From an optimization exercise on the open Yosys and OpenROAD flow, aimed at small area, a short achievable clock period and few clock cycles per item; shortcuts taken in it are not production practice. No run shown here included a check of the RTL's function; only the layout flow was run.

==> flow/design.v <==
module cry_sha256 (
    input  wire         clk,
    input  wire         rst,
    input  wire         in_valid,
    output wire         in_ready,
    input  wire         in_first,
    input  wire [31:0]  in_data,
    output wire         out_valid,
    output wire [255:0] digest
);
    localparam [31:0] IV0 = 32'h6a09e667, IV1 = 32'hbb67ae85,
                      IV2 = 32'h3c6ef372, IV3 = 32'ha54ff53a,
                      IV4 = 32'h510e527f, IV5 = 32'h9b05688c,
                      IV6 = 32'h1f83d9ab, IV7 = 32'h5be0cd19;
    reg         act;           
    reg  [5:0]  k;             
    reg         nw;            
    reg         nf;            
    reg         fst;           
    reg         ov;
    reg  [3:0]  sc;            
    reg         ok;            
    reg  [31:0] sr [0:15];     
    reg  [31:0] a, b, c, d, e, f, g;
    reg  [31:0] p;             
    reg  [31:0] ra0, ra1, ra2, ra3, re0, re1, re2, re3;
    reg  [2:0]  ph;
    reg         ov1;
    wire [31:0] kn =
        ({32{k == 6'd0}} & 32'h71374491) |
        ({32{k == 6'd1}} & 32'hb5c0fbcf) |
        ({32{k == 6'd2}} & 32'he9b5dba5) |
        ({32{k == 6'd3}} & 32'h3956c25b) |
        ({32{k == 6'd4}} & 32'h59f111f1) |
        ({32{k == 6'd5}} & 32'h923f82a4) |
        ({32{k == 6'd6}} & 32'hab1c5ed5) |
        ({32{k == 6'd7}} & 32'hd807aa98) |
        ({32{k == 6'd8}} & 32'h12835b01) |
        ({32{k == 6'd9}} & 32'h243185be) |
        ({32{k == 6'd10}} & 32'h550c7dc3) |
        ({32{k == 6'd11}} & 32'h72be5d74) |
        ({32{k == 6'd12}} & 32'h80deb1fe) |
        ({32{k == 6'd13}} & 32'h9bdc06a7) |
        ({32{k == 6'd14}} & 32'hc19bf174) |
        ({32{k == 6'd15}} & 32'he49b69c1) |
        ({32{k == 6'd16}} & 32'hefbe4786) |
        ({32{k == 6'd17}} & 32'h0fc19dc6) |
        ({32{k == 6'd18}} & 32'h240ca1cc) |
        ({32{k == 6'd19}} & 32'h2de92c6f) |
        ({32{k == 6'd20}} & 32'h4a7484aa) |
        ({32{k == 6'd21}} & 32'h5cb0a9dc) |
        ({32{k == 6'd22}} & 32'h76f988da) |
        ({32{k == 6'd23}} & 32'h983e5152) |
        ({32{k == 6'd24}} & 32'ha831c66d) |
        ({32{k == 6'd25}} & 32'hb00327c8) |
        ({32{k == 6'd26}} & 32'hbf597fc7) |
        ({32{k == 6'd27}} & 32'hc6e00bf3) |
        ({32{k == 6'd28}} & 32'hd5a79147) |
        ({32{k == 6'd29}} & 32'h06ca6351) |
        ({32{k == 6'd30}} & 32'h14292967) |
        ({32{k == 6'd31}} & 32'h27b70a85) |
        ({32{k == 6'd32}} & 32'h2e1b2138) |
        ({32{k == 6'd33}} & 32'h4d2c6dfc) |
        ({32{k == 6'd34}} & 32'h53380d13) |
        ({32{k == 6'd35}} & 32'h650a7354) |
        ({32{k == 6'd36}} & 32'h766a0abb) |
        ({32{k == 6'd37}} & 32'h81c2c92e) |
        ({32{k == 6'd38}} & 32'h92722c85) |
        ({32{k == 6'd39}} & 32'ha2bfe8a1) |
        ({32{k == 6'd40}} & 32'ha81a664b) |
        ({32{k == 6'd41}} & 32'hc24b8b70) |
        ({32{k == 6'd42}} & 32'hc76c51a3) |
        ({32{k == 6'd43}} & 32'hd192e819) |
        ({32{k == 6'd44}} & 32'hd6990624) |
        ({32{k == 6'd45}} & 32'hf40e3585) |
        ({32{k == 6'd46}} & 32'h106aa070) |
        ({32{k == 6'd47}} & 32'h19a4c116) |
        ({32{k == 6'd48}} & 32'h1e376c08) |
        ({32{k == 6'd49}} & 32'h2748774c) |
        ({32{k == 6'd50}} & 32'h34b0bcb5) |
        ({32{k == 6'd51}} & 32'h391c0cb3) |
        ({32{k == 6'd52}} & 32'h4ed8aa4a) |
        ({32{k == 6'd53}} & 32'h5b9cca4f) |
        ({32{k == 6'd54}} & 32'h682e6ff3) |
        ({32{k == 6'd55}} & 32'h748f82ee) |
        ({32{k == 6'd56}} & 32'h78a5636f) |
        ({32{k == 6'd57}} & 32'h84c87814) |
        ({32{k == 6'd58}} & 32'h8cc70208) |
        ({32{k == 6'd59}} & 32'h90befffa) |
        ({32{k == 6'd60}} & 32'ha4506ceb) |
        ({32{k == 6'd61}} & 32'hbef9a3f7) |
        ({32{k == 6'd62}} & 32'hc67178f2) |
        ({32{k == 6'd63}} & 32'h428a2f98);
    reg k_lo, k_61, k_62, k_63, k_sch, k_hi;    
    reg sel_h, sel_iv;         
    wire al = (sc == 4'd0);                    
    assign in_ready  = al && (act ? (!ok || k_lo || k_62 || (k_63 && nw)) : (nw || ph == 3'd5));
    assign out_valid = ov;
    assign digest    = {ra0, ra1, ra2, ra3, re0, re1, re2, re3};
    wire take = in_valid && in_ready;
    wire go   = act && ok;                     
    wire stall = al && !in_valid && (act ? (!ok || k_lo || (k_63 && nw)) : nw);
    wire nxt  = take && nw;                    
    wire iv   = nf && nw && k_63 && al;        
    wire pre  = !act && nw && al;              
    reg [5:0] kx;                              
    always @* begin
        kx = k;
        if (rst)
            kx = 6'd63;
        else if (!act) begin
            if (take && nw) kx = 6'd0;
        end else if (go) begin
            if (k_63) kx = nxt ? 6'd0 : 6'd63;
            else      kx = k + 6'd1;
        end
    end
    always @(posedge clk) begin
        k     <= kx;
        k_lo  <= (kx <= 6'd13);                
        k_61  <= (kx == 6'd61);
        k_62  <= (kx == 6'd62);
        k_63  <= (kx == 6'd63);
        k_sch <= (kx >= 6'd14) && (kx <= 6'd61);   
        k_hi  <= (kx >= 6'd62);                
        sel_h  <= (kx == 6'd63) && !fst;       
        sel_iv <= (kx == 6'd63) && fst;
    end
    wire k_fin = k_61 || k_62 || k_63;         
    function [63:0] csa;
        input [31:0] x, y, z;
        csa = {x ^ y ^ z, ((x & y) | (x & z) | (y & z)) << 1};
    endfunction
    function [31:0] add;
        input [31:0] x, y;
        reg [31:0] gg, pp, g2, p2;
        integer s, j;
        begin
            gg = x & y;
            pp = x ^ y;
            g2 = gg;
            p2 = pp;
            for (s = 1; s < 32; s = s * 2) begin
                for (j = 31; j >= s; j = j - 1) begin
                    g2[j] = g2[j] | (p2[j] & g2[j - s]);
                    p2[j] = p2[j] & p2[j - s];
                end
            end
            add = pp ^ {g2[30:0], 1'b0};
        end
    endfunction
    wire [31:0] s1e = {e[5:0], e[31:6]} ^ {e[10:0], e[31:11]} ^ {e[24:0], e[31:25]};
    wire [31:0] ch  = (e & f) ^ (~e & g);
    wire [31:0] s0a = {a[1:0], a[31:2]} ^ {a[12:0], a[31:13]} ^ {a[21:0], a[31:22]};
    wire [31:0] maj = (a & b) | (a & c) | (b & c);
    wire [31:0] b0  = ({32{sel_h}} & ra2) | ({32{sel_iv}} & IV0);
    wire [31:0] b4  = ({32{sel_h}} & re2) | ({32{sel_iv}} & IV4);
    wire [63:0] l1a = csa(s1e, ch, p);
    wire [63:0] l1b = csa(s0a, maj, b0);
    wire [63:0] l2a = csa(l1a[63:32], l1a[31:0], l1b[63:32]);
    wire [63:0] l3a = csa(l2a[63:32], l2a[31:0], l1b[31:0]);
    wire [31:0] an  = add(l3a[63:32], l3a[31:0]);    
    wire [63:0] l2e = csa(l1a[63:32], l1a[31:0], d);
    wire [63:0] l3e = csa(l2e[63:32], l2e[31:0], b4);
    wire [31:0] en  = add(l3e[63:32], l3e[31:0]);    
    wire        fin = go && k_fin;
    wire [31:0] ba  = (fin && fst) ? (k_61 ? IV3 : k_62 ? IV2 : IV1) : ra3;
    wire [31:0] be  = (fin && fst) ? (k_61 ? IV7 : k_62 ? IV6 : IV5) : re3;
    wire [31:0] sa  = ba + (fin ? a : 32'd0);
    wire [31:0] se  = be + (fin ? e : 32'd0);
    wire [31:0] hn  = iv ? IV7 : k_63 ? re1 : g;
    wire [63:0] lp  = csa(hn, kn, sr[15]);
    wire [31:0] pn  = lp[63:32] + lp[31:0];
    wire [31:0] w1  = sr[1];
    wire [31:0] w14 = sr[14];
    wire [31:0] sg0 = {w1[6:0], w1[31:7]} ^ {w1[17:0], w1[31:18]} ^ (w1 >> 3);
    wire [31:0] sg1 = {w14[16:0], w14[31:17]} ^ {w14[18:0], w14[31:19]} ^ (w14 >> 10);
    wire [63:0] lw1 = csa(sg1, sg0, sr[9]);
    wire [63:0] lw2 = csa(lw1[63:32], lw1[31:0], sr[0]);
    wire [31:0] wn  = lw2[63:32] + lw2[31:0];
    integer i;
    always @(posedge clk) begin
        for (i = 0; i < 15; i = i + 1)
            sr[i] <= sr[i + 1];
        sr[15] <= take ? in_data : (go && k_sch) ? wn : sr[0];
    end
    always @(posedge clk) begin
        if (iv) begin
            {a, b, c, d, e, f, g} <= {IV0, IV1, IV2, IV3, IV4, IV5, IV6};
        end else if (go) begin
            if (k_63)
                {a, b, c, d, e, f, g} <= {an, sa, ra0, ra1, en, se, re0};
            else
                {a, b, c, d, e, f, g} <= {an, a, b, c, en, e, f};
        end else begin
            {a, b, c, d, e, f, g} <= {p, a, b, c, d, e, f};
        end
        p <= (go || pre) ? pn : g;
    end
    always @(posedge clk) begin
        {ra0, ra1, ra2} <= {sa, ra0, ra1};
        {re0, re1, re2} <= {se, re0, re1};
        ra3 <= (go && k_63) ? an : ra2;
        re3 <= (go && k_63) ? en : re2;
    end
    always @(posedge clk) begin
        if (rst) begin
            act <= 1'b0;
            nw  <= 1'b0;
            ov  <= 1'b0;
            ov1 <= 1'b0;
            sc  <= 4'd0;
            ph  <= 3'd5;                       
            ok  <= 1'b0;
        end else begin
            ok <= !act ? nxt : !ok ? take : k_lo ? take : k_63 ? nxt : 1'b1;
            ph <= ph + 3'd1;
            if (!al || stall)
                sc <= sc + 4'd1;
            ov1 <= go && k_63;
            ov  <= ov1;
            if (take && !nw)
                nf <= in_first;
            if (!act) begin
                if (take) begin
                    nw <= !nw;
                    if (nw) begin
                        act <= 1'b1;
                        fst <= nf;
                    end
                end
            end else if (go) begin
                if (k_63) begin
                    if (nxt) begin
                        fst <= nf;
                        nw  <= 1'b0;
                    end else begin
                        act <= 1'b0;
                        nw  <= nw || take;
                    end
                end else begin
                    if (k_62)
                        nw <= take;
                end
            end
        end
    end
endmodule
==> flow/flow/run.sh <==
#!/bin/bash
# The standard layout (ORFS, standard synthesis), except that the port
# buffers are plain sky130_fd_sc_hd__buf_1 cells rather than the delay
# buffers buffer_ports picks by default. make's output goes to
# flow_standard.log; each ORFS step keeps its own log under orfs/logs/.
set -euo pipefail
bash standard.sh "BUFFER_PORTS_ARGS=-buffer_cell sky130_fd_sc_hd__buf_1" finish > flow_standard.log 2>&1
==> flow/standard.sh <==
#!/bin/bash
# synth_recipe.tcl (not shown) runs the flow's synth.tcl, then flattens the netlist and writes it again
# the make line also repeats each setting of config.mk as NAME=value (left out here)
make -C /OpenROAD-flow-scripts/flow DESIGN_CONFIG=/design/flow/config.mk WORK_HOME=/design/flow/orfs CLKGATE_MAP_FILE= SYNTH_SCRIPT=/design/flow/synth_recipe.tcl "${@:-finish}"
==> flow/config.mk <==
export PLATFORM = sky130hd
export DESIGN_NAME = cry_sha256
export DESIGN_NICKNAME = cry_sha256
export VERILOG_FILES = /design/flow/design.v
export SDC_FILE = /design/flow/constraint.sdc
export NUM_CORES = 4
export LEC_CHECK = 0
export CAP_MARGIN = 20
export CORE_MARGIN = 2
export CORE_UTILIZATION = 60
export CTS_CLUSTER_DIAMETER = 70
export CTS_CLUSTER_SIZE = 25
export PLACE_DENSITY = 0.75
export SETUP_SLACK_MARGIN = 5
export SLEW_MARGIN = 20
==> flow/constraint.sdc <==
create_clock -name core_clock -period 10.0 [get_ports {clk}]
set_input_delay 2.0000 -clock core_clock [delete_from_list [all_inputs] [get_ports {clk}]]
set_output_delay 2.0000 -clock core_clock [all_outputs]
set_load 0.01 [all_outputs]
==> results of run 1 <==
routing by layer:
metal	part of all wire [%]	vias to the layer above
met2	41	2606
li1	-	18200
met4	4.6	8
met5	0.022	-
met3	13	493
met1	41	19900
worst paths after layout:
kind                      from                end  slack (ns)  depth (start not counted)
max               k[1]$_DFF_P_      p[28]$_DFF_P_        4.83                         23
min          sr[8][25]$_DFF_P_  sr[7][25]$_DFF_P_        0.26                          0
max reg2reg       k[1]$_DFF_P_      p[28]$_DFF_P_        4.83                         23
min reg2reg  sr[8][25]$_DFF_P_  sr[7][25]$_DFF_P_        0.26                          0
registers in the layout (all words and copies together) (netlist names), 32 cells and up:
signal and cells:
g 32, p 32, d 32, re3 32, ra2 32, e 32, ra1 32, f 32
ra3 32, re0 32, b 32, re2 32, re1 32, a 32, sr 512, c 32
ra0 32
kinds of logic after synthesis:
kind of cell	count (synthesis)
XOR/XNOR	420
flip-flops	1051
multiplexers	78
AO/OA/AOI/OAI	1144
adder cells (fa/ha/maj)	489
AND/OR/NAND/NOR	1482
buffers and inverters	647
stage by stage:
stage	area (um^2)	setup WS [ns]
3_5_place_dp	51700	3.47
3_3_place_gp	51700	3.57
2_1_floorplan	49900	5.01
5_1_grt	57500	4.72
4_1_cts	55700	4.75
6_report	57500	4.83
what timing repair did:
item                       4_1_cts  5_1_grt
cloned                           6        5
gates resized for setup        359      269
buffers inserted                75       57
pin swaps                       88      106
setup endpoints to repair      135       83
cell type report:
class / count / area (um^2) / area share [%]
flip-flops and latches: 1051 / 21200 / 36.9
multi-input cells: 3613 / 28600 / 49.7
clock inverters: 24 / 403 / 0.700
clock buffers: 59 / 1410 / 2.45
well taps: 1070 / 1340 / 2.33
diodes: 1 / 2.50 / 0.00435
repair buffers: 491 / 3190 / 5.54
inverters: 357 / 1350 / 2.35
placed cells by master, fill, tap and decap left out, types with 38 or more instances in the layout:
master and count:
clkbuf_16 60, buf_4 137, a21o_1 123, nor3_1 39, dfxtp_1 973, xor2_1 112, inv_1 345, o21ai_0 229
nor2_1 233, xnor2_1 261, o211ai_1 45, fa_1 276, and2_1 105, nand2b_1 38, ha_1 164, dfxtp_2 40
nand2_1 693, nand3_1 139, buf_1 293, mux2i_1 52, a21oi_1 358, o21a_1 46
worst max-delay path, cell delays in order, from the launching register on:
cell	delay [ns]
dfxtp_4	0.36
inv_2	0.10
ha_4	0.19
buf_4	0.13
bufbuf_16	0.27
o21ai_0	0.07
o211ai_1	0.52
o21ai_1	0.18
o21ai_2	0.24
nor2_4	0.08
fa_1	0.44
inv_1	0.08
ha_1	0.24
a211oi_2	0.25
o21bai_1	0.12
a31o_2	0.29
a31o_2	0.23
a221o_2	0.43
a21oi_4	0.20
buf_6	0.12
buf_6	0.08
o21bai_1	0.07
o41a_1	0.32
o211ai_1	0.09
==> run_results.csv, run 1 <==
group,metric,value,unit
floorplanning,fp-row-count,105,
yosys,syn-cell-area,49900,um^2
cts,cts.sinks,1051,
global_routing,grt_max_degree,137,
hold_path,worstHoldPathType,"flip-flop to flip-flop",
global_routing,met3_usage,9.99,%
drt,drc,0,
floorplanning,core-area,82200,um^2
yosys,ys_types,82,
yosys,yosysTopAreaCell,"dfxtp_1",
floorplanning,die_area,85500,um^2
floorplanning,die_y,292,um
layout,final_net_count,6080,
sta,setup_violations,0,
critical_path,end_kind,"flip-flop",
yosys,synth_simple_gate_area_share,13.3,%
critical_path,critPathMaxFanout,13,
layout,instances_no_fill,6666,
yosys,yosysWarnings,2,
sta,rsz0062_at_grt,"yes",
cts,clk_latency,0.72,ns
yosys,ys_top_cells_by_area,"dfxtp_1 42%, fa_1 11%, nand2_1 5.4%, xnor2_1 5.2%, ha_1 4.9%",
yosys,synth_mux_area_share,1.61,%
floorplanning,initial_core_util,60.7,%
critical_path,setup.worst_path.class,"flip-flop to flip-flop",
yosys,ys_seq_area_share,42.2,%
yosys,synth_compound_area_share,14.2,%
drt,drtAntennaViolNets,0,
status,status,"finished clean",
layout,syn_to_final_growth,15.4,%
global_routing,grtUsageMet2,56.3,%
yosys,syn_inst,5311,
cts,cts_tree,"yes",
sta,slew_headroom,21.9,%
sta,tightestPinTransition,1.17,ns
floorplanning,fp.dieW,292,um
layout,fillers,6284,
yosys,synthAdderAreaFrac,16.4,%
drt,wire_per_inst,26.2,um
global_routing,antenna_found_initial,10,
critical_path,critPathLaunchType,"flip-flop",
drt,first_pass_iters,6,
drt,vias_per_cell,6.17,
global_routing,grt_util_all_layers,39.2,%
sta,tns,0,ns
cts,cts_buffers,55,
yosys,ys.flop_type,"dfxtp_1",
placement,dpl.hpwl,128,mm
global_routing,first_global_vias,38300,
run,cap_violations,0,
yosys,ys_seq_elements,1051,
yosys,synth_xor_area_share,7.37,%
global_routing,globalRouteMet1Util,56.8,%
sta,drv_slew,0,
placement,port_buffers,293,
yosys,synth_top_family_by_area,"adder cells",
layout,fin_util,70.0,%
yosys,async_flop_share,0,%
yosys,yosys.area.top_type_share,42.1,%
drt,num_vias,41200,
yosys,synth_area_per_cell,9.39,um^2
global_routing,grt_overflow,0,
sta,holdWs,0.261,ns
yosys,synth_edf_count,2,
yosys,synth_most_common_cell,"dfxtp_1",
yosys,synth_common_cells,"1049 x dfxtp_1, 718 x nand2_1, 386 x a21oi_1",
sta,finalHoldViolCount,0,
sta,fmax,193,MHz
drt,drt-initial-drc-count,4540,
critical_path,cp.required,10.57,ns
cts,cts_max_level,2,
cts,clock_path_buffers,3,
cts,cts.reportedPaths.clkPinSlew,0.09,ns
sta,skew,0.0937,ns
sta,fin_crit_sh,51.7,%
floorplanning,io_pins,294,
placement,place_congestion,1.04,
cts,cts_root_buf,"clkbuf_16",
placement,placed_cells_incl_taps,6439,
yosys,synth.net_count,5822,
cts,cts-hold-fix-buffers,0,
global_routing,grt_busiest_layer,"met1",
critical_path,arrival,5.74,ns
sta,finalCriticalPeriod,5.17,ns
drt,routed_wl,174,mm
layout,post_route_cells_drive_above_1_share,12.8,%
global_routing,grt_pass1_wl,249,mm
==> run 2: changes to the inputs <==
==> flow/run.sh (new file) <==
#!/bin/bash
# synth_recipe.tcl (not shown) runs the flow's synth.tcl, then flattens the netlist and writes it again
# the make line also repeats each setting of config.mk as NAME=value (left out here)
make -C /OpenROAD-flow-scripts/flow DESIGN_CONFIG=/design/flow/config.mk WORK_HOME=/design/flow/orfs CLKGATE_MAP_FILE= SYNTH_SCRIPT=/design/flow/synth_recipe.tcl finish
removed: flow/flow/run.sh
removed: flow/standard.sh
==> run 2 against run 1 <==
Against the previous run: final cell count grew 0.21%; worst setup slack worse by 0.028 ns; fmax decreased by 0.53%; sequential cell count did not move; first-iteration DRC count up 24%; synthesized cell count stayed put; critical path depth fell by 2; critical path type unchanged; largest cell class unchanged.
==> run_results.csv, run 2 <==
group,metric,value,unit
floorplanning,die_y,292,um
placement,placed_cells_incl_taps,6436,
hold_path,holdPathStages,0,
layout,largest_reg_flops,512,
sta,drv_slew,0,
yosys,yosys.area.top_type_share,42.1,%
layout,mostFrequentLayoutCells,"960 x dfxtp_1, 688 x nand2_1, 351 x a21oi_1",
critical_path,cp.required,10.59,ns
placement,pre_cts_slack,3.38,ns
layout,final_net_count,6096,
layout,final_common_cell,"dfxtp_1",
hold_path,hp-start,"sr[2][25]$_DFF_P_",
run,cap_violations,0,
drt,num_vias,42000,
critical_path,critPathMaxFanout,8,
cts,cts.sinks,1051,
layout,post_route_cells_drive_above_1_share,13.4,%
drt,wire_per_inst,27.7,um
critical_path,startpoint,"k[1]$_DFF_P_",
layout,syn_to_final_growth,19.2,%
drt,drtAntennaViolNets,0,
hold_path,hold_end,"sr[1][25]$_DFF_P_",
yosys,synth_edf_count,2,
layout,largest_register,"sr",
floorplanning,core-area,82200,um^2
critical_path,r2r_cells,21,
critical_path,setup.worst_path.class,"flip-flop to flip-flop",
yosys,ys_types,82,
yosys,syn-cell-area,49900,um^2
hold_path,worstHoldPathType,"flip-flop to flip-flop",
drt,drt-initial-drc-count,5609,
yosys,ys.flop_type,"dfxtp_1",
drt,drc,0,
sta,fin_ws,4.80,ns
yosys,async_flop_share,0,%
global_routing,grt_util_all_layers,41.7,%
yosys,ys_top_cells_by_area,"dfxtp_1 42%, fa_1 11%, nand2_1 5.4%, xnor2_1 5.2%, ha_1 4.9%",
yosys,yosysTopAreaCell,"dfxtp_1",
sta,tightestPinTransition,1.09,ns
status,status,"finished clean",
floorplanning,die_area,85500,um^2
critical_path,critPathLaunchType,"flip-flop",
placement,dpl.hpwl,135,mm
critical_path,end_kind,"flip-flop",
drt,vias_per_cell,6.29,
floorplanning,fp-row-count,105,
sta,tns,0,ns
cts,cts.reportedPaths.clkPinSlew,0.10,ns
placement,port_buffers,293,
global_routing,grt_max_degree,106,
yosys,synth_most_common_cell,"dfxtp_1",
drt,routed_wl,185,mm
sta,setup_violations,0,
yosys,synth_common_cells,"1049 x dfxtp_1, 718 x nand2_1, 386 x a21oi_1",
cts,cts_buffers,55,
floorplanning,initial_core_util,60.7,%
critical_path,worstReg2RegEnd,"p[30]$_DFF_P_",
critical_path,reg2reg_slack,4.80,ns
cts,clk_latency,0.71,ns
cts,cts_tree,"yes",
cts,cts_root_buf,"clkbuf_16",
placement,place_congestion,1.02,
global_routing,first_global_vias,39900,
drt,first_pass_iters,6,
yosys,syn_inst,5311,
sta,finalHoldViolCount,0,
yosys,synth.net_count,5822,
sta,rsz0062_at_grt,"yes",
layout,fin_util,72.3,%
sta,finalCriticalPeriod,5.20,ns
sta,skew,0.0730,ns
floorplanning,fp.dieW,292,um
yosys,yosysWarnings,2,
yosys,ys_seq_elements,1051,
global_routing,grt_pass1_wl,262,mm
critical_path,r2r-start,"k[1]$_DFF_P_",
sta,slew_headroom,27.2,%
global_routing,grt_overflow,0,
cts,clock_path_buffers,3,
sta,fmax,192,MHz
yosys,ys_seq_area_share,42.2,%
cts,cts_max_level,2,
floorplanning,io_pins,294,
layout,instances_no_fill,6680,
global_routing,antenna_found_initial,7,
critical_path,arrival,5.79,ns
sta,fin_crit_sh,52.0,%
yosys,synth_area_per_cell,9.39,um^2
## run 2: cell counts after synthesis
No cell type changed its count.
## run 2: logic make-up (layout without fill, tap and decap cells)
kind of cell | count (synthesis) | after routing | share of synthesized area [%]
compound gates | 1144 | 1144 | 14.2
xor+xnor | 420 | 420 | 7.37
fa+ha+maj | 489 | 489 | 16.4
buf+inv | 647 | 943 | 4.88
flops | 1051 | 1051 | 42.2
mux | 78 | 78 | 1.61
other cells | 0 | 2 | 0
simple gates | 1482 | 1483 | 13.3
## run 2: worst max-delay path by stage
stage                            end
CTS                 a[30]$_SDFF_PP1_
finish                 p[30]$_DFF_P_
global placement       p[31]$_DFF_P_
floorplan              p[30]$_DFF_P_
global route        a[30]$_SDFF_PP1_
detailed placement  b[30]$_SDFF_PP0_
## run 2: final cells by class
class | instances | area (um^2)
diodes | 2 | 5.00
clock buffers | 58 | 1420
clock inverters | 22 | 325
fillers | 5964 | 22800
inverters | 357 | 1350
multi-input cells | 3614 | 28500
flip-flops and latches | 1051 | 21300
well taps | 1070 | 1340
repair buffers | 506 | 5220
## run 2: critical path, cell delays in order (launching register included)
cell and delay [ns]:
dfxtp_4 0.39, buf_4 0.13, ha_4 0.18, buf_12 0.14
buf_4 0.14, nand3_4 0.19, nor2_1 0.21, a21oi_1 0.12
and3_1 0.25, a31oi_1 0.50, a2111oi_0 0.14, buf_4 0.20
fa_1 0.50, inv_1 0.04, ha_1 0.34, and2_1 0.20
and3_1 0.20, a221o_2 0.44, a21oi_4 0.18, o22ai_2 0.09
or4b_1 0.47, nand3_1 0.09
## run 2: metal layers
| metal | wire length [um] | up-vias | global-route usage [%] |
|---|---|---|---|
| met5 | 13 | - | 0 |
| met4 | 9330 | 2 | 16.5 |
| met3 | 25000 | 532 | 11.2 |
| li1 | - | 18200 | - |
| met1 | 73900 | 20400 | 59.0 |
| met2 | 76800 | 2863 | 60.6 |
## run 2: what timing repair did
item,CTS,global route
gates resized for setup,413,260
setup endpoints to repair,203,95
hold buffers,0,0
buffers inserted,78,69
gates cloned,8,7
pin swaps,88,108
## run 2: metrics by stage
step | hold WS, ns | cell area (um^2)
3_3_place_gp | 0.310 | 53500
5_1_grt | 0.325 | 59500
3_5_place_dp | 0.312 | 53500
6_report | 0.309 | 59500
2_1_floorplan | 0.310 | 49900
4_1_cts | 0.294 | 57700

port drivers added, routing unchanged:
Ports are ideal in the flow. The routed layouts listed here were re-timed in OpenROAD.
Step 1: set_driving_cell puts a clkbuf_16 on clk and a buf_2 on each other input, an assumption about the parent block.
Step 2, shift: input delay + t, output delay - t, t = (earliest + latest rising clock arrival at the registers) / 2. This alone moves slack from input paths to output paths.
a / b / c = no drivers / after step 1 / after step 2; a / b = the first two.
run	t, ns	setup slack, ns	clock arrival spread, ns	pins driven straight from the clock port
run 1	0.734	4.825 / 4.825 / 4.558	0.094 / 0.094	1
run 2	0.735	4.798 / 4.798 / 4.370	0.074 / 0.074	1
After both steps setup and hold are still met in every run listed. The setup slack of run 2, which loses most, moves by 0.000 ns with the drivers and by -0.428 ns with both steps.
